From an optimization exercise on the open Yosys and OpenROAD flow, aimed at small area, a short achievable clock period and few clock cycles; shortcuts taken in it are not production practice. In this exercise RTL edits were held to simulation tests only and were not proved equivalent to the original. Power is estimated from default activity; no workload was simulated.

==> design/flow/design.v <==
module pq_engine (
    input  wire        clk,
    input  wire        rst,
    input  wire        in_valid,
    output wire        in_ready,
    input  wire [63:0] in_data,
    input  wire [1:0]  in_layout,
    input  wire [31:0] in_erase,
    output wire        out_valid,
    input  wire        out_ready,
    output wire [63:0] out_data,
    output wire [4:0]  out_idx,
    output wire        out_last
);
    function [7:0] mul2;             
        input [7:0] a;
        begin
            mul2 = {a[6:0], 1'b0} ^ (a[7] ? 8'h1D : 8'h00);
        end
    endfunction
    function [7:0] div2;             
        input [7:0] a;
        begin
            div2 = {1'b0, a[7:1]} ^ (a[0] ? 8'h8E : 8'h00);
        end
    endfunction
    function [63:0] mul2_word;
        input [63:0] w;
        integer k;
        begin
            for (k = 0; k < 8; k = k + 1)
                mul2_word[8*k +: 8] = mul2(w[8*k +: 8]);
        end
    endfunction
    function [63:0] div2_word;
        input [63:0] w;
        integer k;
        begin
            for (k = 0; k < 8; k = k + 1)
                div2_word[8*k +: 8] = div2(w[8*k +: 8]);
        end
    endfunction
    function [4:0] data_units;
        input [1:0] layout;
        begin
            case (layout)
                2'd0:    data_units = 5'd30;   
                2'd1:    data_units = 5'd14;   
                default: data_units = 5'd6;    
            endcase
        end
    endfunction
    function [7:0] alpha;
        input [4:0] d;
        begin
            case (d)
                5'd1:  alpha = 8'hF4;  5'd2:  alpha = 8'hA7;
                5'd3:  alpha = 8'h9D;  5'd4:  alpha = 8'h72;
                5'd5:  alpha = 8'hED;  5'd6:  alpha = 8'h5F;
                5'd7:  alpha = 8'h54;  5'd8:  alpha = 8'hA0;
                5'd9:  alpha = 8'hA9;  5'd10: alpha = 8'hFB;
                5'd11: alpha = 8'h74;  5'd12: alpha = 8'h85;
                5'd13: alpha = 8'hE4;  5'd14: alpha = 8'hC0;
                5'd15: alpha = 8'h8A;  5'd16: alpha = 8'h67;
                5'd17: alpha = 8'hDC;  5'd18: alpha = 8'h26;
                5'd19: alpha = 8'h63;  5'd20: alpha = 8'hF2;
                5'd21: alpha = 8'hE9;  5'd22: alpha = 8'hB4;
                5'd23: alpha = 8'hD2;  5'd24: alpha = 8'h02;
                5'd25: alpha = 8'h8E;  5'd26: alpha = 8'hBA;
                5'd27: alpha = 8'hAA;  5'd28: alpha = 8'hDE;
                5'd29: alpha = 8'h89;
                default: alpha = 8'h01;
            endcase
        end
    endfunction
    function [4:0] low_index;
        input [31:0] m;
        integer i;
        reg [31:0] below;
        reg [31:0] one;
        begin
            below = 32'd0;
            for (i = 1; i < 32; i = i + 1)
                below[i] = below[i-1] | m[i-1];
            one = m & ~below;
            low_index = 5'd0;
            for (i = 0; i < 32; i = i + 1)
                if (one[i]) low_index = low_index | i[4:0];
        end
    endfunction
    function [4:0] high_index;
        input [31:0] m;
        integer i;
        reg [31:0] above;
        reg [31:0] one;
        begin
            above = 32'd0;
            for (i = 30; i >= 0; i = i - 1)
                above[i] = above[i+1] | m[i+1];
            one = m & ~above;
            high_index = 5'd0;
            for (i = 0; i < 32; i = i + 1)
                if (one[i]) high_index = high_index | i[4:0];
        end
    endfunction
    reg [4:0]  bi;           
    reg [1:0]  lay;          
    reg        f_first;      
    reg        f_data;       
    reg        f_last;       
    reg        f_era;        
    reg [63:0] acc_a;        
    reg [63:0] acc_h;        
    wire [4:0] nd      = data_units(lay);
    reg        ph1;          
    reg [4:0]  ex, ey;       
    reg        qe;           
    reg [7:0]  kq, kh;
    wire [31:0] vmask = (in_layout == 2'd0) ? 32'hFFFF_FFFF :
                        (in_layout == 2'd1) ? 32'h0000_FFFF : 32'h0000_00FF;
    wire [31:0] mv    = in_erase & vmask;
    wire        qe_in = (in_layout == 2'd0) ? in_erase[31] :
                        (in_layout == 2'd1) ? in_erase[15] : in_erase[7];
    wire        two  = (ex != ey);                     
    wire        c_dd = two && (ey < nd);               
    wire        c_dp = (ex < nd) && (ey == nd);        
    wire        c_dq = (ex < nd) && (ey == nd + 5'd1); 
    wire        c_q  = (ex == nd + 5'd1);              
    wire        dd_now = c_dd;
    wire        past_x = ({1'b0, bi} > {1'b0, ex} + 6'd1);
    wire        k_beat = take && (bi[4:1] != 4'd0);
    wire [7:0]  a_tab  = alpha(ey - ex);
    wire [7:0]  a_col  = dd_now ? a_tab : 8'h01;
    reg        o_p0, o_p1;   
    reg        ov;           
    reg [3:0]  mcnt;         
    reg        mac_later;    
    reg        fix;          
    reg [63:0] s_a, s_h, s_q;
    reg [7:0]  s_ka, s_kh, s_kq;
    reg [4:0]  oidx, idx1;
    reg        olast;
    reg [63:0] r;
    reg        rdy;          
    wire busy = o_p0 || o_p1;
    assign in_ready = rdy;
    wire take = in_valid && rdy;
    wire snap = f_last && !busy;
    wire era  = f_first ? in_erase[0] : f_era;
    wire ga   = take && !era && !f_last;
    wire clr  = take && f_first;
    wire [63:0] din   = ga ? in_data : 64'd0;   
    assign out_valid = ov;
    assign out_data  = r;
    assign out_idx   = oidx;
    assign out_last  = olast;
    wire [4:0] bn = bi + 5'd1;
    wire       r0a = !(c_dd || c_dp || c_q);      
    wire       give = ov && out_ready;
    wire       mstep = (mcnt != 4'd0) || (give && o_p0 && mac_later);
    wire f_last_n = take ? (!f_first && (bn == nd + 5'd1)) : f_last;
    wire o_p0_n   = (take && f_last) || (o_p0 && !give);
    wire o_p1_n   = (take && f_last) ? two : (o_p1 && !(give && !o_p0));
    wire [7:0] ka_col = c_dd ? (a_tab ^ 8'h1C) :
                        c_dp ? 8'h1D :
                        c_dq ? (kq ^ 8'h1D) : 8'h1D;
    always @(posedge clk) begin
        acc_a <= (clr ? 64'd0 : acc_a) ^ din;
        if (take) begin
            if (f_first || f_data)
                acc_h <= div2_word((f_first ? 64'd0 : acc_h) ^ din);
            if (f_first) begin
                lay    <= in_layout;
                ex     <= low_index(mv);
                ey     <= high_index(mv);
                qe     <= qe_in;
                f_era  <= in_erase[1];
                f_data <= 1'b1;
                f_last <= 1'b0;
            end else begin
                f_era  <= (bn == ex) || (bn == ey);
                f_data <= (bn < nd);
                f_last <= (bn == nd + 5'd1);
            end
            f_first <= f_last;
            bi      <= f_last ? 5'd0 : bn;
        end
        ph1 <= take && f_first;
        if (ph1) begin
            kq <= a_col;
            kh <= mul2(a_col);
        end else if (k_beat) begin
            if (!past_x)
                kq <= qe ? mul2(kq) : div2(kq);
            if (!f_last && (qe || past_x))
                kh <= mul2(kh);
        end
        if (snap) begin
            r     <= acc_a;
            s_a   <= acc_a;
            s_h   <= acc_h;
            s_q   <= in_data;
            s_ka  <= ka_col;
            s_kh  <= kh;
            s_kq  <= qe ? 8'h00 : kq;
            oidx  <= ex;
            idx1  <= ey;
            olast <= !two;
            fix   <= c_dd || c_dp;
        end else if (mstep) begin
            r    <= mul2_word(r)
                    ^ (s_ka[7] ? s_a : 64'd0)
                    ^ (s_kh[7] ? s_h : 64'd0)
                    ^ (s_kq[7] ? s_q : 64'd0);
            s_ka <= {s_ka[6:0], 1'b0};
            s_kh <= {s_kh[6:0], 1'b0};
            s_kq <= {s_kq[6:0], 1'b0};
        end else if (give && o_p0 && fix) begin
            r <= r ^ s_a;
        end
        if (mcnt != 4'd0) begin
            mcnt <= mcnt - 4'd1;
            if (mcnt == 4'd1)
                ov <= 1'b1;
        end
        if (give) begin
            if (o_p0) begin
                o_p0  <= 1'b0;
                oidx  <= idx1;
                olast <= 1'b1;
                ov    <= o_p1 && fix;
                if (mac_later) begin
                    mac_later <= 1'b0;
                    mcnt      <= 4'd7;    
                end
            end else begin
                o_p1 <= 1'b0;
                ov   <= 1'b0;
            end
        end
        if (take && f_last) begin
            o_p0      <= 1'b1;
            o_p1      <= two;
            ov        <= r0a;
            mcnt      <= r0a ? 4'd0 : 4'd8;
            mac_later <= r0a && two;
        end
        rdy <= !(f_last_n && (o_p0_n || o_p1_n));
        if (rst) begin
            rdy       <= 1'b1;
            bi        <= 5'd0;
            f_first   <= 1'b1;
            f_last    <= 1'b0;
            ph1       <= 1'b0;
            o_p0      <= 1'b0;
            o_p1      <= 1'b0;
            ov        <= 1'b0;
            mcnt      <= 4'd0;
            mac_later <= 1'b0;
        end
    end
endmodule
==> design/flow/flow/run.sh <==
#!/bin/bash
# The standard layout, with a stronger setup repair target.
# Synthesis is the standard flow's own (standard.sh synth), unchanged. The rest of the
# ORFS flow runs with the same settings except SETUP_SLACK_MARGIN, so that
# repair_timing keeps improving paths beyond the 10 ns constraint.
set -euo pipefail
MARGIN=$(cat flow/margin.txt)
bash standard.sh synth > synth.log 2>&1
if grep -q 'SETUP_SLACK_MARGIN=' standard.sh; then
  sed -e "s/SETUP_SLACK_MARGIN=[-0-9.]*/SETUP_SLACK_MARGIN=${MARGIN}/" standard.sh > layout.sh
else
  sed -e "s/\"\${@:-finish}\"/SETUP_SLACK_MARGIN=${MARGIN} \"\${@:-finish}\"/" standard.sh > layout.sh
fi
export BUFFER_PORTS_ARGS="$(cat flow/buffer_ports_args.txt)"
bash layout.sh > layout.log 2>&1
==> design/flow/flow/buffer_ports_args.txt <==
-buffer_cell sky130_fd_sc_hd__buf_1
==> design/flow/flow/margin.txt <==
6.5
==> design/flow/standard.sh <==
#!/bin/bash
# synth_recipe.tcl (not shown) runs the flow's synth.tcl, then flattens the netlist and writes it again
# the make line also repeats each setting of config.mk as NAME=value (left out here)
make -C /OpenROAD-flow-scripts/flow DESIGN_CONFIG=/design/flow/config.mk WORK_HOME=/design/flow/orfs CLKGATE_MAP_FILE= SYNTH_SCRIPT=/design/flow/synth_recipe.tcl "${@:-finish}"
==> design/flow/config.mk <==
export PLATFORM = sky130hd
export DESIGN_NAME = pq_engine
export DESIGN_NICKNAME = pq_engine
export VERILOG_FILES = /design/flow/design.v
export SDC_FILE = /design/flow/constraint.sdc
export NUM_CORES = 4
export LEC_CHECK = 0
export CAP_MARGIN = 20
export CORE_MARGIN = 2
export CORE_UTILIZATION = 66
export CTS_BUF_LIST = sky130_fd_sc_hd__clkbuf_16
export CTS_CLUSTER_DIAMETER = 80
export CTS_CLUSTER_SIZE = 25
export SETUP_SLACK_MARGIN = 5
export SLEW_MARGIN = 20
==> design/flow/constraint.sdc <==
create_clock -name core_clock -period 10.0 [get_ports {clk}]
set_input_delay 2.0000 -clock core_clock [delete_from_list [all_inputs] [get_ports {clk}]]
set_output_delay 2.0000 -clock core_clock [all_outputs]
set_load 0.01 [all_outputs]
==> results.toml, run 1 <==
[status]
status = "finished clean"

[synthesis]
netlist_area_mm2 = 0.02334
synth_cell_types = 70
avgSynthCellArea_um2 = 10.76
synth_edf_count = 381
synth_flop_cell = "edfxtp_1"
async_flop_share_pct = 0
synth_warnings = 1
syn_nets = 2292
yosysSeqAreaShare_pct = 56.49
netlist_instances = 2169
synth-seq-cells = 468

[die]
io_pins = 174
start_util_pct = 67.23
die_w_um = 192.0
dieArea_mm2 = 0.03688
core_area_mm2 = 0.03471
fp-row-count = 68
die_h_um = 192.0

[sta]
maxSlewViolCount = 0
fin_crit_sh_pct = 34.80
worstMarginPinSlew_ps = 1067
tns_ps = 0
fmax_mhz = 287.3
period_needed_ps = 3480
max_slew_margin_pct = 28.86
setup_violations = 0
hold_viol = 0
fin_skew_ps = 33.53
rsz0062_at_grt = "true"

[detailed_routing]
drtIter0Drc = 1118
wirelength_um = 53430
antenna_left = 0
dr.pass1.iters = 5
drc_errors = 0
vias = 15887
routedWlPerCell_um = 19.39
via_per_inst = 5.765

[clock_tree]
cts.sinks = 468
clk_latency_ps = 570
clockRootBuffer = "clkbuf_16"
h-tree-depth = 1
numCtsBuffers = 24
clock_path_buffers = 3
cts_tree = "built"
clk_pin_slew_ps = 100

[grt]
grt_pass1_wl_um = 82540
antenna_found_initial = 3
grt_start_max_net_pins = 142
track_usage_pct = 28.89
overflow = 0
grt_pass1_vias = 15399

[power_and_ir_drop]
pwr_density_cell_mw_per_mm2 = 268.9
seq_power_share_pct = 43.4
combPwrFrac_pct = 40.2
ir_worst_vdd_mv = 0.1908
swShare_pct = 37.09
internal_power_mw = 4.302
p_clk_share_pct = 16.4
leakage_nw = 8.860
switchingPower_mw = 2.536

[setup_path]
crit_fanout = 101
crit_required_ps = 10320
endpoint_kind = "register"
ff2ff_path_depth = 12
crit_path_start_kind = "primary input"
worstSetupPathType = "in -> reg"
cp.arrival_ps = 3800

[cells_and_area]
syn2layout_area_growth_pct = 8.965
layout_common_cells = "nand2_1, edfxtp_1, xnor2_1, xor2_1, buf_1"
fin_area_mm2 = 0.02543
layout_commonest_cell = "nand2_1"
drive_above_1_share_pct = 5.002
fin_nets = 2406
layoutNonFillerInstCount = 2756

[placed_design]
gp_congestion = 0.9204
dp_cells = 2698
dp_hpwl_um = 32880
dpl-instance-area_mm2 = 0.02430
io_buffers = 173

[job]
cap_violations = 0

[min_path]
hold_depth = 0
min_path_type = "reg -> reg"
[sequential cells by signal (all words and copies together), names as in the netlist, 2 cells and up]
register  flops
s_a          64
acc_a        64
kh            8
s_q          64
r            64
s_ka          8
kq            8
mcnt          4
ex            5
acc_h        64
s_kq          8
lay           2
idx1          5
s_h          64
oidx          5
s_kh          8
bi            5
ey            5
[synth_stat cells (all sizes together) (3+ instances only)]
cell type / count / share of area, %
a211oi: 6 / 0.21
o31ai: 7 / 0.23
a21oi: 93 / 2.1
nor3: 18 / 0.50
o21bai: 3 / 0.097
nand2b: 41 / 1.1
xnor2: 284 / 11
clkbuf: 89 / 1.4
or2: 3 / 0.080
o2111ai: 3 / 0.11
buf: 23 / 0.53
dfxtp: 87 / 7.5
xor2: 181 / 7.0
or3: 4 / 0.11
nor2b: 44 / 1.2
nand2: 494 / 7.9
nand4: 5 / 0.13
nor2: 108 / 1.7
o21a: 5 / 0.16
inv: 27 / 0.43
ha: 20 / 1.1
a31oi: 9 / 0.27
a21o: 10 / 0.32
o22ai: 9 / 0.24
o21ai: 130 / 2.8
a21boi: 3 / 0.097
and3: 4 / 0.11
mux2i: 3 / 0.13
nand3: 21 / 0.45
o211ai: 7 / 0.23
a22oi: 10 / 0.32
nor4: 4 / 0.13
edfxtp: 381 / 49
o41ai: 3 / 0.11
nand3b: 4 / 0.13
[path summary, 6_finish.rpt]
path	start	to	slack, ps
hold / removal	acc_h[32]$_DFFE_PP_	s_h[32]$_DFFE_PP_	450
setup reg to reg	ey[0]$_SDFFCE_PP1P_	kh[3]$_DFFE_PP_	6670
setup / recovery	out_ready	r[62]$_DFFE_PP_	6520
hold reg to reg	acc_h[32]$_DFFE_PP_	s_h[32]$_DFFE_PP_	450
[routing by layer]
metal / vias up / part of all wire (%) / GRT usage, %
li1: 7562 / - / -
met5: - / 0 / 0
met4: 0 / 2.5 / 7.692
met3: 79 / 7.3 / 3.636
met2: 579 / 48 / 48.81
met1: 7667 / 42 / 39.81
[critical path: stages]
cell	delay, ps
buf_1	110
nand4_1	280
nand2b_4	420
buf_12	430
nand2_1	100
o22ai_1	150
a211oi_1	100
a21o_1	210
[area by class of cell]
cell class	instances	area, µm²
flip-flops and latches	468	13180
multi-input cells	1566	9903
fillers	2509	9285
repair buffers	196	888.4
clock buffers	25	625.6
well taps	455	569.3
clock inverters	17	140.1
inverters	27	112.6
diodes	2	5.005
[logic make-up (layout without fill, tap and decap cells)]
family	Yosys count	count (layout)	share of synthesized area, %
multiplexers	5	5	0.2252
flip-flops	468	468	56.49
other	0	2	0
AND/OR/NAND/NOR	757	758	13.84
AO/OA/AOI/OAI	313	316	7.989
adder cells (fa/ha/maj)	22	22	1.201
XOR/XNOR	465	465	17.85
buffers and inverters	139	265	2.402
[repair_timing]
item                                    4_1_cts  5_1_grt
gates resized for setup                      20       19
hold buffers                                  0        0
buffers inserted                              1        6
gates cloned                                  4        2
pin swaps                                     2        4
endpoints found under the setup margin      226      151
[power groups by stage]
stage / logic, mW / registers (mW) / clock network [mW]
2_1_floorplan: 2.05 / 2.94 / 0
3_3_place_gp: 2.54 / 3.02 / 0
3_5_place_dp: 2.63 / 3.03 / 0
4_1_cts: 2.70 / 2.98 / 1.13
5_1_grt: 3.07 / 3.01 / 1.20
6_report: 2.75 / 2.97 / 1.12
[per-stage QoR]
stage	power [mW]	utilization (%)	setup slack, ps	hold slack, ps
2_1_floorplan	4.988	-	6164	418.0
3_3_place_gp	5.560	70.00	5374	423.6
3_5_place_dp	5.657	70.00	5292	424.3
4_1_cts	6.812	72.61	6413	445.7
5_1_grt	7.276	73.24	6394	453.2
6_report	6.838	73.25	6520	446.3
Testbench counts, summed over its fixed seeds: cycles 43,030.
==> run 2, diff against run 1 <==
==> design/flow/flow/margin.txt (replaced) <==
6.7
--- a/design/flow/config.mk
+++ b/design/flow/config.mk
@@ -9,3 +9,3 @@
 export CORE_MARGIN = 2
-export CORE_UTILIZATION = 66
+export CORE_UTILIZATION = 64
 export CTS_BUF_LIST = sky130_fd_sc_hd__clkbuf_16
==> run 2 against run 1 <==
Flip-flop and latch count unchanged. Global-route usage decreased by 0.13 points. Hold slack got worse by 7.9 ps. Final area increased by 3.7%. Still clean. Critical path depth decreased by 7. Largest cell class unchanged. Non-clock buffer count increased by 47. Synthesized area unchanged. Count of clock-buffer cells in the layout decreased by 2. Highest routed layer unchanged. Maximum frequency increased by 6.6%.
==> results.toml, run 2 <==
[sta]
fin_crit_sh_pct = 32.66
fmax_mhz = 306.2
tns_ps = 0
worstMarginPinSlew_ps = 1030
fin_skew_ps = 18.38
period_needed_ps = 3266
rsz0062_at_grt = "true"
maxSlewViolCount = 0
setup_violations = 0
max_slew_margin_pct = 31.31
hold_ws_ps = 438.5
hold_viol = 0

[synthesis]
synth-seq-cells = 468
netlist_instances = 2169
synth_xor_xnor_area_share_pct = 17.85
syn_nets = 2292
yosysSeqAreaShare_pct = 56.49
synthMuxAreaShare_pct = 0.2252
synthTopCellsByCount = "nand2_1, edfxtp_1, xnor2_1, xor2_1, o21ai_0"
yosysTopAreaCellShare_pct = 49.03
avgSynthCellArea_um2 = 10.76
synth_flop_cell = "edfxtp_1"
synthAdderAreaFrac_pct = 1.201
synth-simple-area-share_pct = 13.84
post-synth-top-count-cell = "nand2_1"
yosys-top-cells-area = "edfxtp_1, xnor2_1, nand2_1"
synth_edf_count = 381
synth-compound-area-share_pct = 7.989
synth_warnings = 1
synth_cell_types = 70
netlist_area_mm2 = 0.02334
async_flop_share_pct = 0
synth_top_family_by_area = "XOR/XNOR gates"
yosys.area.top_type = "edfxtp_1"

[detailed_routing]
antenna_left = 0
via_per_inst = 5.735
vias = 16137
drc_errors = 0
drtIter0Drc = 1288
dr.pass1.iters = 6
routedWlPerCell_um = 19.85
wirelength_um = 55850

[die]
core_area_mm2 = 0.03574
io_pins = 174
die_h_um = 195.0
fp-row-count = 69
start_util_pct = 65.29
die_w_um = 195.0
dieArea_mm2 = 0.03801

[setup_path]
critPathBufInv = 1
crit_family = "flip-flops"
critical-path-slowest-cell = "edfxtp_1"
cp.arrival_ps = 1270
crit_chain = "buf_1"
crit_fanout = 3
endpoint_kind = "output pin"
crit_required_ps = 8000
crit_path_start_kind = "register"
critPathMaxStageDelay_ps = 510
worstSetupPathType = "reg -> out"

[grt]
overflow = 0
grt_pass1_wl_um = 85530
use_met1_pct = 40.19
met2_usage_pct = 48.00
gr-usage-met3_pct = 4.078
grt_pass1_vias = 15406
antenna_found_initial = 3
track_usage_pct = 28.75
grt_start_max_net_pins = 80
top_usage_layer = "met2"

[cells_and_area]
fin_area_mm2 = 0.02638
layout_common_cells = "nand2_1, edfxtp_1, xnor2_1, xor2_1, buf_1"
layoutNonFillerInstCount = 2814
syn2layout_area_growth_pct = 13.04
fin_nets = 2455
layout_commonest_cell = "nand2_1"
final_core_util_pct = 73.80
fillers = 2535
drive_above_1_share_pct = 10.60

[job]
cap_violations = 0

[placed_design]
dp_cells = 2703
dpl-instance-area_mm2 = 0.02486
gp_congestion = 0.8891
dp_hpwl_um = 32710
io_buffers = 173

[clock_tree]
ctsHoldBuffers = 0
clockRootBuffer = "clkbuf_16"
clock_path_buffers = 3
cts_tree = "built"
h-tree-depth = 1
clk_latency_ps = 570
cts.sinks = 468
numCtsBuffers = 23
clk_pin_slew_ps = 100

[power_and_ir_drop]
pwr_density_cell_mw_per_mm2 = 263.0
ir_worst_vdd_mv = 0.1861
leakage_nw = 9.591

[min_path]
min_path_type = "reg -> reg"

[status]
status = "finished clean"
## run 2: cell counts after synthesis
Identical to the previous run, type by type.
## run 2: layout make-up
class	count	area (µm²)	share of cell area [%]
inverter	27	117.6	0.4459
clock buffer	23	575.6	2.182
tap	461	576.8	2.187
timing repair buffer	243	1315	4.985
clock inverter	19	103.9	0.3937
sequential	468	13190	49.98
timing repair inverter	1	8.758	0.03320
antenna	4	10.01	0.03795
multi-input combinational	1568	10490	39.75
## run 2: metal layers
| layer | wire length, µm | share of wire (%) |
|---|---|---|
| met1 | 23840 | 43 |
| met5 | 0 | 0 |
| met4 | 1059 | 1.9 |
| met3 | 3711 | 6.6 |
| met2 | 27240 | 49 |
## run 2: per-stage QoR
step	setup WS [ps]	power, mW
3_3_place_gp	5225	5.580
4_1_cts	6707	6.875
6_report	6734	6.937
2_1_floorplan	6165	5.018
3_5_place_dp	5214	5.694
5_1_grt	6637	7.338
## run 2: what timing repair did
item,4_1_cts,5_1_grt
gates cloned,8,2
setup buffers,20,35
pin swaps,8,16
endpoints found under the setup margin,281,67
gates resized for setup,31,38
## run 2: where the power goes
part	internal, mW	switching, mW	total (mW)
combinational	1.25	1.72	2.97
clock	0.433	0.616	1.05
sequential	2.64	0.278	2.92
## run 2: path summary, 6_finish.rpt
| path | start | endpoint | slack [ps] | cells after the start |
|---|---|---|---|---|
| min reg2reg | acc_h[5]$_DFFE_PP_ | s_h[5]$_DFFE_PP_ | 440 | 0 |
| max reg2reg | ex[1]$_SDFFCE_PP1P_ | s_ka[4]$_DFFE_PP_ | 6790 | 10 |
| max | r[4]$_DFFE_PP_ | out_data[4] | 6730 | 1 |
| min | acc_h[5]$_DFFE_PP_ | s_h[5]$_DFFE_PP_ | 440 | 0 |
## run 2: logic make-up after synthesis
kind of cell | after synthesis
XOR/XNOR | 465
AO/OA/AOI/OAI | 313
multiplexers | 5
adder cells (fa/ha/maj) | 22
buffers and inverters | 139
flip-flops | 468
AND/OR/NAND/NOR | 757
==> run 3, diff against run 2 <==
==> design/flow/flow/margin.txt (replaced) <==
6.6
==> run 3 against run 2 <==
Still clean on timing, DRC and antenna. Hold slack improved by 8.3 ps. Register-to-register slack got worse by 40 ps. Core utilization fell by 1.7 points. Synthesized area did not move. Sequential share of layout area rose by 1.2 points. Final cell count fell by 1.1%. Critical path type is now in -> reg.
==> results.toml, run 3 <==
[cells_and_area]
layout_common_cells = "nand2_1, edfxtp_1, xnor2_1, xor2_1, buf_1"
fin_nets = 2431
fillers = 2623
drive_above_1_share_pct = 7.020
layout_commonest_cell = "nand2_1"
syn2layout_area_growth_pct = 10.45

[detailed_routing]
drc_errors = 0
antenna_left = 0
wirelength_um = 53730
vias = 15859
dr.pass1.iters = 5
met3_length_um = 2868
wl_met1_um = 23190
routedWlPerCell_um = 19.30
routed.top_layer = "met5"
via_per_inst = 5.696
drtIter0Drc = 1197
wl_met2_um = 26600

[placed_design]
gp_congestion = 0.9040
pre_cts_slack_ps = 5053
io_buffers = 173
dp_hpwl_um = 32360

[setup_path]
reg2reg_slack_ps = 6750
endpoint_kind = "register"
cp.arrival_ps = 3700
crit_path_start_kind = "primary input"
worstSetupPathType = "in -> reg"
crit_required_ps = 10360
crit_fanout = 5
worst_r2r_endpoint = "kh[4]$_DFFE_PP_"
r2r-start = "ey[0]$_SDFFCE_PP1P_"
ff2ff_path_depth = 12

[grt]
antenna_found_initial = 4
grt_start_max_net_pins = 105
grt_pass1_vias = 15644
overflow = 0
grt_pass1_wl_um = 84150
track_usage_pct = 28.01

[clock_tree]
numCtsBuffers = 23
cts.sinks = 468
clk_pin_slew_ps = 100
h-tree-depth = 1
clock_path_buffers = 3
clk_latency_ps = 550
clockRootBuffer = "clkbuf_16"
cts_tree = "built"

[synthesis]
yosysTopAreaCellShare_pct = 49.03
synth_cell_types = 70
yosys-top-cells-area = "edfxtp_1, xnor2_1, nand2_1"
netlist_area_mm2 = 0.02334
synthTopCellsByCount = "nand2_1, edfxtp_1, xnor2_1, xor2_1, o21ai_0"
synth_warnings = 1
async_flop_share_pct = 0
netlist_instances = 2169
synth_edf_count = 381
post-synth-top-count-cell = "nand2_1"
yosys.area.top_type = "edfxtp_1"
synth_flop_cell = "edfxtp_1"
avgSynthCellArea_um2 = 10.76
yosysSeqAreaShare_pct = 56.49
synth-seq-cells = 468
syn_nets = 2292

[sta]
worstMarginPinSlew_ps = 1042
maxSlewViolCount = 0
setup_violations = 0
finalWorstSetupSlack_ps = 6664
max_slew_margin_pct = 30.52
period_needed_ps = 3336
fmax_mhz = 299.7
tns_ps = 0
fin_skew_ps = 19.31
rsz0062_at_grt = "true"
fin_crit_sh_pct = 33.36
hold_viol = 0

[die]
core_area_mm2 = 0.03574
die_w_um = 195.0
start_util_pct = 65.29
fp-row-count = 69
die_h_um = 195.0
io_pins = 174
dieArea_mm2 = 0.03801

[power_and_ir_drop]
ir_worst_vdd_mv = 0.2295
p_clk_share_pct = 15.1
swShare_pct = 37.19
leakage_nw = 9.103
pwr_density_cell_mw_per_mm2 = 267.0
internal_power_mw = 4.323
combPwrFrac_pct = 42.2
seq_power_share_pct = 42.6
switchingPower_mw = 2.559

[min_path]
min_path_type = "reg -> reg"
hold_depth = 0
hold_start = "acc_h[17]$_DFFE_PP_"
min_to = "s_h[17]$_DFFE_PP_"

[status]
status = "finished clean"

[job]
cap_violations = 0
[run 3: cell types whose count changed in the layout (fill, tap and decap cells not counted), sizes merged]
| cell | delta |
|---|---|
| a21o | -3 |
| clkinv | +2 |
| inv | -7 |
| xor2 | -1 |
| clkbuf | -2 |
| bufbuf | +2 |
| diode | -3 |
| buf | -18 |
[run 3: per-stage QoR]
step | hold WS, ps | total power [mW] | utilization [%] | area [µm²] | instances
after floorplan | 418.0 | 4.997 | - | 23630 | 2169
after global placement | 420.0 | 5.573 | 68.41 | 24450 | 2705
after detailed placement | 424.7 | 5.667 | 68.41 | 24450 | 2705
after CTS | 447.9 | 6.797 | 71.24 | 25460 | 2762
after global routing | 465.2 | 7.307 | 72.11 | 25770 | 2784
final | 446.8 | 6.883 | 72.11 | 25770 | 2784
[run 3: cell type report]
class / instances / area (µm²) / share of cell area (%)
clock inverter: 15 / 72.57 / 0.2816
antenna: 1 / 2.502 / 0.009709
timing repair buffer: 224 / 1212 / 4.704
tap: 461 / 576.8 / 2.238
sequential: 468 / 13180 / 51.15
inverter: 27 / 108.9 / 0.4223
multi-input combinational: 1564 / 10020 / 38.86
clock buffer: 24 / 600.6 / 2.330
[run 3: worst max-delay path, cell delays in order]
cell       delay, ps
clkbuf_2         140
nor4_4           340
nor2_2            70
or3_4            400
or4_1            430
o21bai_1         170
o2111ai_1        140
[run 3: kinds of logic after synthesis]
kind of cell / count (synthesis) / synth area share [%]
AND/OR/NAND/NOR: 757 / 13.84
flip-flops: 468 / 56.49
XOR/XNOR: 465 / 17.85
AO/OA/AOI/OAI: 313 / 7.989
buffers and inverters: 139 / 2.402
adder cells (fa/ha/maj): 22 / 1.201
multiplexers: 5 / 0.2252
[run 3: power by group through the flow]
stage,clock network (mW),logic [mW],registers (mW)
6_report,1.04,2.91,2.93
3_5_place_dp,0,2.65,3.02
3_3_place_gp,0,2.56,3.01
2_1_floorplan,0,2.06,2.94
4_1_cts,1.05,2.78,2.97
5_1_grt,1.12,3.21,2.98
[run 3: what timing repair did]
action	4_1_cts	5_1_grt
pin swaps	8	14
gates cloned	4	1
hold buffers	0	0
endpoints found under the setup margin	247	113
gates resized for setup	27	24
setup buffers	14	19
[run 3: routing by layer]
metal  up-vias  global-route usage [%]
li1       7612                       -
met5         -                       0
met4         6                   6.277
met1      7717                   38.02
met2       446                   48.76
met3        78                   3.245
[run 3: worst max path at each step]
stage                   startpoint             endpoint
5_1_grt        ey[0]$_SDFFCE_PP1P_      kh[4]$_DFFE_PP_
3_3_place_gp             out_ready      r[17]$_DFFE_PP_
6_report              in_erase[12]  ex[1]$_SDFFCE_PP1P_
2_1_floorplan            out_ready       r[0]$_DFFE_PP_
4_1_cts             r[7]$_DFFE_PP_          out_data[7]
3_5_place_dp             out_ready       r[9]$_DFFE_PP_
==> run 4, diff against run 3 <==
--- a/design/flow/config.mk
+++ b/design/flow/config.mk
@@ -13,2 +13,3 @@
 export CTS_CLUSTER_SIZE = 25
+export PLACE_DENSITY = 0.72
 export SETUP_SLACK_MARGIN = 5
==> run 4 against run 3 <==
Power increased by 0.45%. Critical endpoint is now ex[0]$_SDFFCE_PP1P_. First-iteration DRC count decreased by 7.0%. Sequential power about the same. Die area unchanged. Core utilization increased by 0.15 points. Global-route usage increased by 0.27 points. Wire length increased by 1.2%. Maximum frequency decreased by 0.99%. Clock skew decreased by 1.0 ps. Still clean on timing, DRC and antenna.
==> results.toml, run 4 <==
[placed_design]
dp_hpwl_um = 32230
dpl-instance-area_mm2 = 0.02445
gp_congestion = 0.8954
io_buffers = 173

[synthesis]
netlist_area_mm2 = 0.02334
avgSynthCellArea_um2 = 10.76
synthTopCellsByCount = "nand2_1, edfxtp_1, xnor2_1, xor2_1, o21ai_0"
yosysTopAreaCellShare_pct = 49.03
async_flop_share_pct = 0
synth-seq-cells = 468
synth_warnings = 1
post-synth-top-count-cell = "nand2_1"
synth_flop_cell = "edfxtp_1"
yosys-top-cells-area = "edfxtp_1, xnor2_1, nand2_1"
yosysSeqAreaShare_pct = 56.49
yosys.area.top_type = "edfxtp_1"
synth_edf_count = 381
synth_cell_types = 70
syn_nets = 2292
netlist_instances = 2169

[power_and_ir_drop]
seq_power_share_pct = 42.6
internal_power_mw = 4.339
pwr_density_cell_mw_per_mm2 = 267.7
leakage_nw = 9.092
ir_worst_vdd_mv = 0.1770
p_total_mw = 6.913
swShare_pct = 37.24
p_clk_share_pct = 16.1
combPwrFrac_pct = 41.3
switchingPower_mw = 2.574

[cells_and_area]
final_core_util_pct = 72.26
layout_common_cells = "nand2_1, edfxtp_1, xnor2_1, xor2_1, buf_1"
fin_area_mm2 = 0.02583
drive_above_1_share_pct = 6.977
fin_nets = 2427
syn2layout_area_growth_pct = 10.68
layout_commonest_cell = "nand2_1"
diodes = 0

[job]
cap_violations = 0

[setup_path]
critical-path-slowest-cell = "or3_4"
worst_r2r_endpoint = "kh[4]$_DFFE_PP_"
path_depth = 9
cp.arrival_ps = 3800
crit_chain = "clkbuf_2, nor4_4, nor2_2, or3_4, nand2b_4, nor2_4, nand4_1, nor3b_2, or4_4"
critPathBufInv = 1
ff2ff_path_depth = 12
reg2reg_slack_ps = 6720
worstSetupPathType = "in -> reg"
critPathMaxStageDelay_ps = 410
crit_path_start_kind = "primary input"
endpoint_kind = "register"
r2r-start = "ey[0]$_SDFFCE_PP1P_"
crit_family = "simple AND/OR/NAND/NOR gates"
crit_fanout = 5
crit_required_ps = 10430

[die]
die_w_um = 195.0
core_area_mm2 = 0.03574
io_pins = 174
fp-row-count = 69
start_util_pct = 65.29
dieArea_mm2 = 0.03801
die_h_um = 195.0

[grt]
track_usage_pct = 28.28
grt_pass1_vias = 15824
overflow = 0
grt_start_max_net_pins = 126
grt_pass1_wl_um = 85330
antenna_found_initial = 3

[detailed_routing]
dr.pass1.iters = 5
vias = 15852
drtIter0Drc = 1113
drc_errors = 0
wirelength_um = 54390
antenna_left = 0
routedWlPerCell_um = 19.54
via_per_inst = 5.696

[sta]
hold_ws_ps = 438.5
worstMarginPinSlew_ps = 1098
tns_ps = 0
max_slew_margin_pct = 26.81
fin_skew_ps = 18.27
rsz0062_at_grt = "true"
fmax_mhz = 296.8
period_needed_ps = 3370
fin_crit_sh_pct = 33.70
setup_violations = 0
maxSlewViolCount = 0
hold_viol = 0

[clock_tree]
clockRootBuffer = "clkbuf_16"
numCtsBuffers = 24
clk_latency_ps = 560
cts.sinks = 468
clk_pin_slew_ps = 100
ctsHoldBuffers = 0
h-tree-depth = 1
clock_path_buffers = 3
cts_tree = "built"

[status]
status = "finished clean"

[min_path]
hold_start = "acc_h[24]$_DFFE_PP_"
hold_depth = 0
min_to = "s_h[24]$_DFFE_PP_"
min_path_type = "reg -> reg"
[run 4: kinds of logic (layout without fill, tap and decap cells)]
family	Yosys count	count (layout)	synth area share, %
buffers and inverters	139	288	2.402
adder cells (fa/ha/maj)	22	22	1.201
XOR/XNOR	465	466	17.85
AND/OR/NAND/NOR	757	760	13.84
AO/OA/AOI/OAI	313	313	7.989
multiplexers	5	5	0.2252
flip-flops	468	468	56.49
[run 4: area by class of cell]
type | count | area (µm²)
fillers | 2593 | 9913
clock inverters | 19 | 135.1
clock buffers | 25 | 625.6
well taps | 461 | 576.8
multi-input cells | 1566 | 10060
repair buffers | 217 | 1125
inverters | 27 | 117.6
flip-flops and latches | 468 | 13180
[run 4: what timing repair did]
action | in CTS | in global routing
setup buffers | 6 | 21
gates resized for setup | 22 | 27
setup endpoints to repair | 214 | 106
cloned | 4 | 3
pin swaps | 5 | 15
endpoints found under the hold margin | 0 | 0
[run 4: how the worst max path moves through the flow]
| stage | slack, ps | startpoint | endpoint |
|---|---|---|---|
| 3_3_place_gp | 5030 | out_ready | r[35]$_DFFE_PP_ |
| 3_5_place_dp | 4980 | out_ready | r[22]$_DFFE_PP_ |
| 2_1_floorplan | 6160 | out_ready | r[0]$_DFFE_PP_ |
| 4_1_cts | 6600 | r[31]$_DFFE_PP_ | out_data[31] |
| 5_1_grt | 6500 | ey[0]$_SDFFCE_PP1P_ | kh[4]$_DFFE_PP_ |
| 6_report | 6630 | in_erase[12] | ex[0]$_SDFFCE_PP1P_ |
[run 4: worst reg2reg max path: stages (launching register included)]
cell      delay, ps
edfxtp_1        470
inv_1           110
ha_1            180
inv_1            60
fa_2            420
xnor2_4         510
xnor2_2         150
xnor2_1         150
nor3_1          170
a21oi_1          80
a41o_1          340
or3_1           400
o211ai_1         90
[run 4: layer usage]
layer  routed length (µm)  vias up  track usage (%)
li1                     -     7598                -
met1                22960     7696            39.15
met2                27180      494            49.18
met4                  717        6            4.326
met5                   44        -                0
met3                 3481       58            3.418
[run 4: per-stage QoR]
step / std cells / setup slack, ps
floorplan: 2169 / 6164
global placement: 2705 / 5030
detailed placement: 2705 / 4982
CTS: 2759 / 6601
global route: 2783 / 6502
finish: 2783 / 6630
[run 4: power groups by stage]
stage	sequential, mW	clock, mW	combinational [mW]
after global placement	3.01	0	2.57
after global routing	2.99	1.20	3.16
after CTS	2.96	1.13	2.78
after detailed placement	3.02	0	2.68
final	2.95	1.11	2.86
after floorplan	2.94	0	2.06
==> run 5, diff against run 4 <==
--- a/design/flow/config.mk
+++ b/design/flow/config.mk
@@ -9,3 +9,3 @@
 export CORE_MARGIN = 2
-export CORE_UTILIZATION = 64
+export CORE_UTILIZATION = 62
 export CTS_BUF_LIST = sky130_fd_sc_hd__clkbuf_16
@@ -13,3 +13,2 @@
 export CTS_CLUSTER_SIZE = 25
-export PLACE_DENSITY = 0.72
 export SETUP_SLACK_MARGIN = 5
==> run 5 against run 4 <==
Flip-flop and latch count stayed put. Largest cell class unchanged. Global-route usage is 1.2 points lower. Non-clock buffer count is 1 higher. Still clean. Maximum frequency is 0.13% higher. Wire length is 1.4% lower.
==> results.toml, run 5 <==
[status]
status = "finished clean"

[setup_path]
crit_end = "ex[1]$_SDFFCE_PP1P_"
r2r-start = "ey[0]$_SDFFCE_PP1P_"
crit_fanout = 5
worstSetupPathType = "in -> reg"
reg2reg_slack_ps = 6750
ff2ff_path_depth = 12
endpoint_kind = "register"
crit_path_start_kind = "primary input"
crit_required_ps = 10380
startpoint = "in_erase[12]"
worst_r2r_endpoint = "kh[3]$_DFFE_PP_"
cp.arrival_ps = 3750

[die]
start_util_pct = 62.40
die_h_um = 198.0
die_w_um = 198.0
fp-row-count = 71
io_pins = 174
core_area_mm2 = 0.03740
dieArea_mm2 = 0.03921

[placed_design]
dp_cells = 2755
io_buffers = 173
dpl-instance-area_mm2 = 0.02451
dp_hpwl_um = 31990
gp_congestion = 0.9017

[sta]
fin_skew_ps = 36.19
fmax_mhz = 297.2
hold_viol = 0
period_needed_ps = 3365
tns_ps = 0
rsz0062_at_grt = "false"
max_slew_margin_pct = 32.69
maxSlewViolCount = 0
fin_crit_sh_pct = 33.65
setup_violations = 0
worstMarginPinSlew_ps = 1010

[power_and_ir_drop]
p_clk_share_pct = 17.2
switchingPower_mw = 2.580
ir_worst_vdd_mv = 0.1854
internal_power_mw = 4.400
leakage_nw = 9.151
combPwrFrac_pct = 40.7
p_total_mw = 6.980
pwr_density_cell_mw_per_mm2 = 268.6
swShare_pct = 36.96
seq_power_share_pct = 42.1

[cells_and_area]
layout_common_cells = "nand2_1, edfxtp_1, xnor2_1, xor2_1, buf_1"
syn2layout_area_growth_pct = 11.38
layoutNonFillerInstCount = 2840
layout_commonest_cell = "nand2_1"
fin_nets = 2430
drive_above_1_share_pct = 7.180
fin_area_mm2 = 0.02599

[grt]
antenna_found_initial = 5
grt_pass1_vias = 15158
overflow = 0
track_usage_pct = 27.12
grt_start_max_net_pins = 108
grt_pass1_wl_um = 82360

[synthesis]
yosys-top-cells-area = "edfxtp_1, xnor2_1, nand2_1"
synth_cell_types = 70
yosysTopAreaCellShare_pct = 49.03
syn_nets = 2292
synth_warnings = 1
synth_edf_count = 381
yosys.area.top_type = "edfxtp_1"
netlist_instances = 2169
synthTopCellsByCount = "nand2_1, edfxtp_1, xnor2_1, xor2_1, o21ai_0"
netlist_area_mm2 = 0.02334
synth_flop_cell = "edfxtp_1"
synth-seq-cells = 468
async_flop_share_pct = 0
post-synth-top-count-cell = "nand2_1"
yosysSeqAreaShare_pct = 56.49
avgSynthCellArea_um2 = 10.76

[detailed_routing]
routedWlPerCell_um = 18.88
drtIter0Drc = 1070
dr.pass1.iters = 5
vias = 15708
wirelength_um = 53610
via_per_inst = 5.531
antenna_left = 0
drc_errors = 0

[clock_tree]
clk_latency_ps = 590
cts.sinks = 468
clk_pin_slew_ps = 100
clock_path_buffers = 3
numCtsBuffers = 25
ctsHoldBuffers = 0
clockRootBuffer = "clkbuf_16"
h-tree-depth = 1
cts_tree = "built"

[min_path]
min_path_type = "reg -> reg"
hold_depth = 0

[job]
cap_violations = 0
==> run 5: cell counts after synthesis <==
Identical to the previous run, type by type.
==> run 5: worst min-delay path by stage <==
stage | end | slack (ps) | from
2_1_floorplan | s_h[0]$_DFFE_PP_ | 420 | acc_h[0]$_DFFE_PP_
3_3_place_gp | s_h[62]$_DFFE_PP_ | 420 | acc_h[62]$_DFFE_PP_
3_5_place_dp | s_h[29]$_DFFE_PP_ | 430 | acc_h[29]$_DFFE_PP_
4_1_cts | s_h[9]$_DFFE_PP_ | 440 | acc_h[9]$_DFFE_PP_
5_1_grt | s_h[29]$_DFFE_PP_ | 460 | acc_h[29]$_DFFE_PP_
6_report | s_h[5]$_DFFE_PP_ | 450 | acc_h[5]$_DFFE_PP_
==> run 5: power by group through the flow <==
| stage | combinational (mW) | sequential (mW) | clock, mW |
|---|---|---|---|
| 3_3_place_gp | 2.58 | 3.01 | 0 |
| 3_5_place_dp | 2.66 | 3.02 | 0 |
| 4_1_cts | 2.82 | 2.94 | 1.22 |
| 5_1_grt | 3.17 | 2.98 | 1.28 |
| 2_1_floorplan | 2.06 | 2.94 | 0 |
| 6_report | 2.84 | 2.94 | 1.20 |
==> run 5: layout make-up <==
type                            count  area, µm²
Sequential cell                   468      13180
Timing Repair Buffer              218       1179
Antenna cell                        3      7.507
Clock inverter                     21      211.5
Fill cell                        2831      11410
Clock buffer                       25      625.6
Multi-Input combinational cell   1567      10040
Tap cell                          511      639.4
Inverter                           27      108.9
==> run 5: critical path, cell delays in order <==
cell       delay [ps]
buf_2             150
nor4_4            350
nor2_2             80
or3_4             400
or4_1             440
o21bai_1          190
o2111ai_1         150
==> run 5: kinds of logic (layout without fill, tap and decap cells) <==
logic type | Yosys count | after routing | share of synthesized area (%)
AO/OA/AOI/OAI | 313 | 313 | 7.989
XOR/XNOR | 465 | 467 | 17.85
adder cells (fa/ha/maj) | 22 | 22 | 1.201
buffers and inverters | 139 | 291 | 2.402
flip-flops | 468 | 468 | 56.49
multiplexers | 5 | 5 | 0.2252
other | 0 | 3 | 0
AND/OR/NAND/NOR | 757 | 760 | 13.84
==> run 5: routing by layer <==
metal  track usage, %  vias up  wire length [µm]
met4            5.653        6              1010
li1                 -     7619                 -
met3            4.258       60              3349
met2            46.87      437             26260
met5                0        -                36
met1            36.44     7586             22950
==> run 5: repair_timing <==
| action | CTS | global route |
|---|---|---|
| buffers inserted | 16 | 13 |
| cloned | 5 | 2 |
| resized for setup | 26 | 23 |
| pin swaps | 7 | 14 |
| setup endpoints to repair | 195 | 113 |
==> run 5: per-stage QoR <==
step | worst slack [ps] | util (%) | hold WS, ps
2_1_floorplan | 6164 | - | 418.0
3_3_place_gp | 5130 | 65.55 | 422.6
3_5_place_dp | 5066 | 65.55 | 428.2
4_1_cts | 6602 | 68.82 | 442.4
5_1_grt | 6587 | 69.49 | 456.9
6_report | 6635 | 69.50 | 446.4
==> run 6, diff against run 5 <==
==> design/flow/flow/margin.txt (replaced) <==
6.75
--- a/design/flow/config.mk
+++ b/design/flow/config.mk
@@ -9,6 +9,6 @@
 export CORE_MARGIN = 2
-export CORE_UTILIZATION = 62
-export CTS_BUF_LIST = sky130_fd_sc_hd__clkbuf_16
-export CTS_CLUSTER_DIAMETER = 80
-export CTS_CLUSTER_SIZE = 25
+export CORE_UTILIZATION = 60
+export CTS_BUF_LIST = sky130_fd_sc_hd__clkbuf_16 sky130_fd_sc_hd__clkbuf_8
+export CTS_CLUSTER_DIAMETER = 60
+export CTS_CLUSTER_SIZE = 20
 export SETUP_SLACK_MARGIN = 5
==> run 6 against run 5 <==
Largest power group is now combinational cells. Final area is 6.2% higher. Sequential power decreased by 1%. Critical path depth is 2 higher. Critical endpoint is now ex[0]$_SDFFCE_PP1P_. Clock skew fell by 13 ps. Flip-flop and latch count stayed put. Final cell count up 3.4%. Highest routed layer unchanged. Register-to-register slack improved by 120 ps.
==> results.toml, run 6 <==
[setup_path]
r2r-start = "ey[2]$_SDFFCE_PP1P_"
crit_path_start_kind = "primary input"
reg2reg_slack_ps = 6870
worstSetupPathType = "in -> reg"
startpoint = "in_erase[8]"
crit_fanout = 6
cp.arrival_ps = 3760
crit_required_ps = 10430
endpoint_kind = "register"

[grt]
top_usage_layer = "met2"
grt_start_max_net_pins = 140
met2_usage_pct = 46.48
track_usage_pct = 28.61
grt_pass1_vias = 16098
use_met1_pct = 39.54
gr-usage-met3_pct = 5.005
antenna_found_initial = 4
grt_pass1_wl_um = 89920
overflow = 0

[synthesis]
yosysTopAreaCellShare_pct = 49.03
netlist_area_mm2 = 0.02334
synth_flop_cell = "edfxtp_1"
yosys.area.top_type = "edfxtp_1"
synth-seq-cells = 468
avgSynthCellArea_um2 = 10.76
synth_warnings = 1
synthTopCellsByCount = "nand2_1, edfxtp_1, xnor2_1, xor2_1, o21ai_0"
netlist_instances = 2169
yosys-top-cells-area = "edfxtp_1, xnor2_1, nand2_1"
post-synth-top-count-cell = "nand2_1"
async_flop_share_pct = 0
yosysSeqAreaShare_pct = 56.49
synth_cell_types = 70
synth_edf_count = 381
syn_nets = 2292

[clock_tree]
clockRootBuffer = "clkbuf_16"
clk_pin_slew_ps = 80
numCtsBuffers = 37
cts.sinks = 468
cts_tree = "built"
clk_latency_ps = 570
h-tree-depth = 2
clock_path_buffers = 3

[sta]
fmax_mhz = 300.3
worstMarginPinSlew_ps = 986.3
setup_violations = 0
period_needed_ps = 3330
fin_skew_ps = 23.42
fin_crit_sh_pct = 33.30
max_slew_margin_pct = 34.24
tns_ps = 0
rsz0062_at_grt = "true"
finalWorstSetupSlack_ps = 6670
hold_ws_ps = 435.4
maxSlewViolCount = 0
hold_viol = 0

[min_path]
min_path_type = "reg -> reg"
hold_start = "acc_h[22]$_DFFE_PP_"

[detailed_routing]
wirelength_um = 58450
drtIter0Drc = 1296
dr.pass1.iters = 5
vias = 16387
routedWlPerCell_um = 19.91
antenna_left = 0
drc_errors = 0
via_per_inst = 5.581

[die]
core_area_mm2 = 0.03856
dieArea_mm2 = 0.04049
fp-row-count = 72
start_util_pct = 60.52
io_pins = 174
die_w_um = 201.2
die_h_um = 201.2

[cells_and_area]
syn2layout_area_growth_pct = 18.29
fin_area_mm2 = 0.02760
drive_above_1_share_pct = 14.20
layoutNonFillerInstCount = 2936
layout_commonest_cell = "nand2_1"
fin_nets = 2509
fillers = 2874
multi_input_area_mm2 = 0.01057
layout_common_cells = "nand2_1, edfxtp_1, xnor2_1, xor2_1, buf_1"
regArea_mm2 = 0.01319
final_core_util_pct = 71.59

[placed_design]
dp_cells = 2762
io_buffers = 173
dpl-instance-area_mm2 = 0.02496
dp_hpwl_um = 33680
pre_cts_slack_ps = 4895
gp_congestion = 0.8613

[power_and_ir_drop]
ir_worst_vdd_mv = 0.1556
pwr_density_cell_mw_per_mm2 = 277.9
leakage_nw = 10.12
p_total_mw = 7.672

[job]
cap_violations = 0

[status]
status = "finished clean"
[run 6: cell types whose count changed in the layout (fill, tap and decap cells not counted), moves of 6 or more]
cell	change
buf_1	-12
buf_2	+6
buf_4	+64
buf_6	+6
clkbuf_16	+17
inv_1	-8
nand2_1	-48
nand2_4	+47
xnor2_1	-6
[run 6: what timing repair did]
item / in CTS / in global routing
setup endpoints to repair: 468 / 293
pin swaps: 14 / 12
gates resized for setup: 64 / 43
setup buffers: 45 / 48
hold buffers: 0 / 0
cloned: 6 / 4
[run 6: path summary, 6_finish.rpt]
| check | to | cells after the start |
|---|---|---|
| min reg2reg | s_h[22]$_DFFE_PP_ | 0 |
| min | s_h[22]$_DFFE_PP_ | 0 |
| max reg2reg | kh[2]$_DFFE_PP_ | 10 |
| max | ex[0]$_SDFFCE_PP1P_ | 9 |
[run 6: power by group]
group | switching [mW] | internal [mW] | leakage [nW]
Sequential | 0.261 | 2.64 | 4.31
Combinational | 1.81 | 1.38 | 5.16
Clock | 0.754 | 0.827 | 0.645
[run 6: layout make-up]
type / count / share of cell area [%]
clock buffers: 40 / 3.585
diodes: 3 / 0.02720
multi-input cells: 1567 / 38.31
repair buffers: 285 / 6.328
clock inverters: 28 / 1.142
inverters: 27 / 0.4895
well taps: 518 / 2.348
flip-flops and latches: 468 / 47.77
[run 6: cell families (layout without fill, tap and decap cells)]
| logic type | Yosys count | after routing | synth area share [%] |
|---|---|---|---|
| compound gates | 313 | 313 | 7.989 |
| xor+xnor | 465 | 467 | 17.85 |
| fa+ha+maj | 22 | 22 | 1.201 |
| buf+inv | 139 | 380 | 2.402 |
| flops | 468 | 468 | 56.49 |
| mux | 5 | 5 | 0.2252 |
| other cells | 0 | 3 | 0 |
| simple gates | 757 | 760 | 13.84 |
[run 6: per-layer routing]
metal	vias to the layer above	wire (µm)
met3	87	3726
li1	7787	-
met1	7978	25200
met5	-	13
met4	2	1390
met2	533	28120
[run 6: worst max-delay path, stage by stage]
cell and delay (ps):
buf_1 130, nor2_1 270, a21oi_2 140, or3_4 400, nand2b_4 170, nor2_4 110, nand4_1 160, nor3b_2 240
or4_1 130
==> run 7, diff against run 6 <==
--- a/design/flow/design.v
+++ b/design/flow/design.v
@@ -144,6 +144,9 @@
     reg        rdy;          
-    wire busy = o_p0 || o_p1;
+    reg        pend;         
+    wire busy  = o_p0 || o_p1;
     assign in_ready = rdy;
-    wire take = in_valid && rdy;
-    wire snap = f_last && !busy;
+    wire take  = in_valid && rdy;
+    wire start = !busy && ((take && f_last) || pend);
+    wire snap  = !busy && (f_last || pend);      
+    wire qfree = (mcnt <= 4'd1) && !mac_later;   
     wire era  = f_first ? in_erase[0] : f_era;
@@ -160,5 +163,13 @@
     wire       mstep = (mcnt != 4'd0) || (give && o_p0 && mac_later);
-    wire f_last_n = take ? (!f_first && (bn == nd + 5'd1)) : f_last;
-    wire o_p0_n   = (take && f_last) || (o_p0 && !give);
-    wire o_p1_n   = (take && f_last) ? two : (o_p1 && !(give && !o_p0));
+    wire f_first_n = take ? f_last : f_first;
+    wire f_last_n  = take ? (!f_first && (bn == nd + 5'd1)) : f_last;
+    wire o_p0_n    = start || (o_p0 && !give);
+    wire o_p1_n    = start ? two : (o_p1 && !(give && !o_p0));
+    wire mac_go    = give && o_p0 && mac_later;
+    wire [3:0] mcnt_n = start ? (r0a ? 4'd0 : 4'd8) :
+                        mac_go ? 4'd7 :
+                        (mcnt != 4'd0) ? mcnt - 4'd1 : 4'd0;
+    wire mac_later_n = start ? (r0a && two) : (mac_later && !(give && o_p0));
+    wire busy_n    = o_p0_n || o_p1_n;
+    wire pend_n    = busy && ((take && f_last) || pend);
     wire [7:0] ka_col = c_dd ? (a_tab ^ 8'h1C) :
@@ -201,3 +212,2 @@
             s_h   <= acc_h;
-            s_q   <= in_data;
             s_ka  <= ka_col;
@@ -240,3 +250,5 @@
         end
-        if (take && f_last) begin
+        if (f_last && qfree)
+            s_q <= in_data;
+        if (start) begin
             o_p0      <= 1'b1;
@@ -247,5 +259,8 @@
         end
-        rdy <= !(f_last_n && (o_p0_n || o_p1_n));
+        pend <= pend_n;
+        rdy  <= f_first_n ? !(pend_n && busy_n) :
+                f_last_n  ? ((mcnt_n <= 4'd1) && !mac_later_n) : 1'b1;
         if (rst) begin
             rdy       <= 1'b1;
+            pend      <= 1'b0;
             bi        <= 5'd0;
==> design/flow/flow/margin.txt (replaced) <==
6.6
--- a/design/flow/config.mk
+++ b/design/flow/config.mk
@@ -9,6 +9,6 @@
 export CORE_MARGIN = 2
-export CORE_UTILIZATION = 60
-export CTS_BUF_LIST = sky130_fd_sc_hd__clkbuf_16 sky130_fd_sc_hd__clkbuf_8
-export CTS_CLUSTER_DIAMETER = 60
-export CTS_CLUSTER_SIZE = 20
+export CORE_UTILIZATION = 64
+export CTS_BUF_LIST = sky130_fd_sc_hd__clkbuf_16
+export CTS_CLUSTER_DIAMETER = 80
+export CTS_CLUSTER_SIZE = 25
 export SETUP_SLACK_MARGIN = 5
==> run 7 against run 6 <==
Largest cell class unchanged. Worst setup slack got worse by 67 ps. Count of clock-buffer cells in the layout decreased by 17. Highest routed layer is now met4. Global-route usage decreased by 1.0 points. Synthesized area about the same. Final cell count shrank 5.3%. Sequential share of layout area grew 3.7 points.
==> results.toml, run 7 <==
[cells_and_area]
layout_commonest_cell = "nand2_1"
layout_common_cells = "nand2_1, edfxtp_1, xnor2_1, xor2_1, buf_1"
fin_nets = 2425
final_core_util_pct = 71.75
syn2layout_area_growth_pct = 9.880
drive_above_1_share_pct = 6.129

[placed_design]
dp_hpwl_um = 32710
io_buffers = 173
gp_congestion = 0.9510

[setup_path]
crit_chain = "buf_2, or2_4, a21oi_4, o22ai_1, nor2_1, o21ai_0, a311oi_2, o22ai_1"
critPathMaxStageDelay_ps = 380
worstSetupPathType = "in -> reg"
cp_common_cell = "o22ai_1"
critPathBufInv = 1
endpoint_kind = "register"
r2r-start = "ex[0]$_SDFFCE_PP1P_"
crit_path_start_kind = "primary input"
cp.arrival_ps = 3670
critical-path-slowest-cell = "a311oi_2"
startpoint = "in_layout[1]"
crit_required_ps = 10270
crit_family = "compound AO/OA/AOI/OAI gates"
crit_fanout = 12

[synthesis]
netlist_instances = 2176
synthTopCellsByCount = "nand2_1, edfxtp_1, xnor2_1, xor2_1, o21ai_0"
synth_edf_count = 381
async_flop_share_pct = 0
synth-seq-cells = 469
synth_flop_cell = "edfxtp_1"
synth_warnings = 1
yosys-top-cells-area = "edfxtp_1, xnor2_1, nand2_1"
yosys.area.top_type = "edfxtp_1"
netlist_area_mm2 = 0.02334
avgSynthCellArea_um2 = 10.73
post-synth-top-count-cell = "nand2_1"
syn_nets = 2301
yosysSeqAreaShare_pct = 56.57
synth_cell_types = 68
yosysTopAreaCellShare_pct = 49.02

[grt]
track_usage_pct = 27.59
grt_pass1_wl_um = 83100
grt_pass1_vias = 15584
antenna_found_initial = 0
grt_start_max_net_pins = 130
overflow = 0

[clock_tree]
numCtsBuffers = 23
clk_latency_ps = 570
ctsHoldBuffers = 0
cts.sinks = 469
cts_tree = "built"
clk_pin_slew_ps = 100
clockRootBuffer = "clkbuf_16"
h-tree-depth = 1
clock_path_buffers = 3

[die]
die_w_um = 195.0
die_h_um = 195.0
dieArea_mm2 = 0.03801
start_util_pct = 65.30
io_pins = 174
core_area_mm2 = 0.03574
fp-row-count = 69

[detailed_routing]
routedWlPerCell_um = 19.48
drc_errors = 0
wirelength_um = 54150
drtIter0Drc = 1335
via_per_inst = 5.755
vias = 15994
dr.pass1.iters = 5
antenna_left = 0

[power_and_ir_drop]
pwr_density_cell_mw_per_mm2 = 265.1
ir_worst_vdd_mv = 0.1912
p_total_mw = 6.799
leakage_nw = 8.999

[sta]
fin_skew_ps = 36.90
rsz0062_at_grt = "true"
fmax_mhz = 294.4
max_slew_margin_pct = 28.30
tns_ps = 0
setup_violations = 0
period_needed_ps = 3397
hold_viol = 0
fin_crit_sh_pct = 33.97
maxSlewViolCount = 0
worstMarginPinSlew_ps = 1075

[min_path]
hold_start = "acc_h[40]$_DFFE_PP_"
min_path_type = "reg -> reg"

[job]
cap_violations = 0

[status]
status = "finished clean"
[run 7: changes by cell type in the layout (fill, tap and decap cells not counted), moves of 7 or more]
cell,change
inv_1,+14
nand2_1,+38
buf_4,-70
a22oi_1,-7
buf_6,-7
nand2_4,-47
clkbuf_16,-18
nor2b_1,+7
buf_1,+17
[run 7: cells by family (layout without fill, tap and decap cells)]
group | Yosys count | in the layout | synth area share (%)
other | 0 | 1 | 0
adders and majority gates | 23 | 23 | 1.265
and+or+nand+nor | 751 | 754 | 13.64
DFF | 469 | 469 | 56.57
xor gates and xnor gates | 467 | 467 | 17.72
AOI/OAI and AO/OA | 319 | 319 | 8.111
buffers and inverters | 140 | 278 | 2.380
muxes | 7 | 7 | 0.3109
[run 7: cell type report]
type | count | area (µm²)
Fill cell | 2628 | 10100
Tap cell | 461 | 576.8
Inverter | 29 | 120.1
Clock buffer | 23 | 575.6
Antenna cell | 1 | 2.502
Clock inverter | 19 | 102.6
Multi-Input combinational cell | 1570 | 10050
Timing Repair Buffer | 207 | 1012
Sequential cell | 469 | 13210
[run 7: per-stage QoR]
step	setup slack (ps)	instances	hold WS, ps	cell area, µm²
2_1_floorplan	5992	2176	418.0	23640
3_3_place_gp	5401	2717	420.7	24520
3_5_place_dp	5339	2717	426.5	24520
4_1_cts	6576	2769	452.1	25440
5_1_grt	6544	2778	464.6	25640
6_report	6603	2779	451.3	25640
[run 7: worst paths after layout]
kind                         end  slack (ps)  depth (start not counted)
min reg2reg    s_h[40]$_DFFE_PP_         450                          0
max reg2reg   mcnt[3]$_SDFF_PP0_        6780                          9
max          ey[0]$_SDFFCE_PP1P_        6600                          8
min            s_h[40]$_DFFE_PP_         450                          0
[run 7: repair_timing]
item | 4_1_cts | 5_1_grt
cloned | 2 | 3
setup buffers | 8 | 6
pin swaps | 3 | 2
setup endpoints to repair | 230 | 132
gates resized for setup | 24 | 23
[run 7: report_power, final]
part	internal [mW]	switching (mW)	total [mW]
registers	2.65	0.299	2.95
clock network	0.431	0.608	1.04
logic	1.17	1.64	2.81
[run 7: routing by layer]
metal | share of wire, % | routed length (µm) | GRT usage (%) | up-vias
li1 | - | - | - | 7630
met1 | 43 | 23020 | 38.24 | 7719
met2 | 49 | 26350 | 46.73 | 561
met3 | 6.2 | 3368 | 2.620 | 84
met4 | 2.6 | 1408 | 7.888 | 0
met5 | 0 | 0 | 0 | -
Testbench counts of run 7, summed over its fixed seeds: cycles 42,708.
==> run 8, diff against run 7 <==
==> design/flow/flow/margin.txt (replaced) <==
6.7
==> run 8 against run 7 <==
Clock power grew 5%. Via count increased by 0.61%. Synthesized area stayed put. Critical path type is now reg -> out.
==> results.toml, run 8 <==
[status]
status = "finished clean"

[placed_design]
io_buffers = 173
gp_congestion = 0.8675
pre_cts_slack_ps = 5633
dpl-instance-area_mm2 = 0.02495
dp_cells = 2713
dp_hpwl_um = 31610

[cells_and_area]
drive_above_1_share_pct = 9.795
fin_nets = 2445
layoutNonFillerInstCount = 2799
syn2layout_area_growth_pct = 13.45
layout_common_cells = "nand2_1, edfxtp_1, xnor2_1, xor2_1, buf_1"
diodes = 0
layout_commonest_cell = "nand2_1"
fin_area_mm2 = 0.02648

[die]
fp-row-count = 69
dieArea_mm2 = 0.03801
io_pins = 174
core_area_mm2 = 0.03574
die_w_um = 195.0
start_util_pct = 65.30
die_h_um = 195.0

[setup_path]
crit_path_start_kind = "register"
crit_required_ps = 8000
critical-path-slowest-cell = "edfxtp_1"
reg2reg_slack_ps = 6890
crit_fanout = 3
cp.arrival_ps = 1270
worstSetupPathType = "reg -> out"
crit_family = "flip-flops"
critPathMaxStageDelay_ps = 520
endpoint_kind = "output pin"
worst_r2r_endpoint = "kq[5]$_DFFE_PP_"
ff2ff_path_depth = 12
critPathBufInv = 1
crit_chain = "buf_1"
r2r-start = "ey[0]$_SDFFCE_PP1P_"

[sta]
setup_violations = 0
worstMarginPinSlew_ps = 1091
tns_ps = 0
fin_crit_sh_pct = 32.72
max_slew_margin_pct = 27.28
finalWorstSetupSlack_ps = 6728
fin_skew_ps = 41.84
maxSlewViolCount = 0
rsz0062_at_grt = "true"
hold_viol = 0
fmax_mhz = 305.7
period_needed_ps = 3272

[detailed_routing]
dr.pass1.iters = 5
wl_met1_um = 23270
wl_met2_um = 27290
met3_length_um = 3479
routedWlPerCell_um = 19.60
vias = 16092
antenna_left = 0
routed.top_layer = "met4"
drtIter0Drc = 1118
wirelength_um = 54860
drc_errors = 0
via_per_inst = 5.749

[clock_tree]
cts_tree = "built"
clockRootBuffer = "clkbuf_16"
clk_pin_slew_ps = 100
clk_latency_ps = 580
h-tree-depth = 1
numCtsBuffers = 24
cts.sinks = 469
clock_path_buffers = 3
ctsHoldBuffers = 0

[synthesis]
netlist_instances = 2176
synth_edf_count = 381
synthTopCellsByCount = "nand2_1, edfxtp_1, xnor2_1, xor2_1, o21ai_0"
yosys.area.top_type = "edfxtp_1"
avgSynthCellArea_um2 = 10.73
syn_nets = 2301
post-synth-top-count-cell = "nand2_1"
async_flop_share_pct = 0
yosysSeqAreaShare_pct = 56.57
synth_warnings = 1
netlist_area_mm2 = 0.02334
synth_flop_cell = "edfxtp_1"
yosys-top-cells-area = "edfxtp_1, xnor2_1, nand2_1"
synth-seq-cells = 469
synth_cell_types = 68
yosysTopAreaCellShare_pct = 49.02

[grt]
grt_pass1_wl_um = 84280
track_usage_pct = 27.94
grt_start_max_net_pins = 120
grt_pass1_vias = 15682
overflow = 0
antenna_found_initial = 0

[min_path]
hold_depth = 0
min_to = "s_h[33]$_DFFE_PP_"
hold_start = "acc_h[33]$_DFFE_PP_"
min_path_type = "reg -> reg"

[power_and_ir_drop]
pwr_density_cell_mw_per_mm2 = 262.1
leakage_nw = 9.519
p_total_mw = 6.940
ir_worst_vdd_mv = 0.1938

[job]
cap_violations = 0
==> run 8: worst max path at each step <==
stage / start / to / slack, ps / cells past startpoint
2_1_floorplan: out_ready / r[0]$_DFFE_PP_ / 5990 / 4
3_3_place_gp: in_valid / acc_h[34]$_DFFE_PP_ / 5740 / 7
3_5_place_dp: out_ready / r[9]$_DFFE_PP_ / 5630 / 8
4_1_cts: out_ready / r[7]$_DFFE_PP_ / 6670 / 5
5_1_grt: in_valid / acc_h[41]$_DFFE_PP_ / 6680 / 9
6_report: r[62]$_DFFE_PP_ / out_data[62] / 6730 / 1
==> run 8: routing by layer <==
metal | track usage, % | up-vias
li1 | - | 7669
met1 | 38.26 | 7876
met2 | 48.33 | 485
met3 | 3.748 | 62
met4 | 5.174 | 0
met5 | 0 | -
==> run 8: through the flow <==
step	hold WS [ps]	util, %
2_1_floorplan	418.0	-
3_3_place_gp	422.1	69.81
3_5_place_dp	424.3	69.81
4_1_cts	439.2	72.68
5_1_grt	452.0	74.08
6_report	442.6	74.08
==> run 8: cell families (layout without fill, tap and decap cells) <==
kind of cell             count (synthesis)  after routing  share of synthesized area (%)
buffers and inverters                  140            299                          2.380
XOR/XNOR                               467            467                          17.72
multiplexers                             7              7                         0.3109
AO/OA/AOI/OAI                          319            320                          8.111
flip-flops                             469            469                          56.57
AND/OR/NAND/NOR                        751            753                          13.64
adder cells (fa/ha/maj)                 23             23                          1.265
==> run 8: area by class of cell <==
cell class / count / area (µm²)
inverters: 29 / 121.4
clock buffers: 24 / 600.6
flip-flops and latches: 469 / 13210
fillers: 2484 / 9265
clock inverters: 20 / 126.4
multi-input cells: 1570 / 10630
repair buffers: 226 / 1217
well taps: 461 / 576.8
==> run 8: timing repair <==
item / 4_1_cts / 5_1_grt
gates resized for setup: 35 / 31
setup endpoints to repair: 235 / 124
setup buffers: 13 / 20
gates cloned: 3 / 4
pin swaps: 5 / 7
==> run 8: where the power goes <==
group          leakage [nW]  switching, mW  total [mW]  internal, mW
Combinational          4.81           1.67        2.90          1.23
Sequential             4.32          0.308        2.96          2.65
Clock                 0.394          0.631        1.09         0.454

port drivers added, routing unchanged:
Ports are ideal in the flow. The routed layouts listed here were re-timed in OpenROAD. Step 1 (the two cells are an assumption about what drives the block):
set clk [get_ports {clk}]
set_driving_cell -lib_cell sky130_fd_sc_hd__clkbuf_16 $clk
set_driving_cell -lib_cell sky130_fd_sc_hd__buf_2 [delete_from_list [all_inputs] $clk]
Step 2 also shifts input and output timing later by t, the mid clock arrival at the registers, as if the neighbouring blocks saw the same clock. Three values: ideal, step 1, step 2; two values: the first two.
run	shift t [ns]	setup WS [ns]	worst setup path at the end	pins driven straight from the clock port
run 1	0.611	6.520 / 6.541 / 5.941	input to register	1
run 2	0.622	6.734 / 6.677 / 6.167	input to register	1
run 3	0.600	6.664 / 6.681 / 6.081	input to register	1
run 4	0.607	6.630 / 6.615 / 6.058	input to register	1
run 5	0.620	6.635 / 6.637 / 6.047	input to register	1
run 6	0.621	6.670 / 6.692 / 6.080	input to register	1
run 7	0.606	6.603 / 6.598 / 6.011	input to register	1
run 8	0.617	6.728 / 6.671 / 6.144	input to register	1
After both steps every run listed still meets setup and hold. For run 7, which loses most, drivers alone change the setup slack by -0.005 ns; drivers and shift together by -0.592 ns.
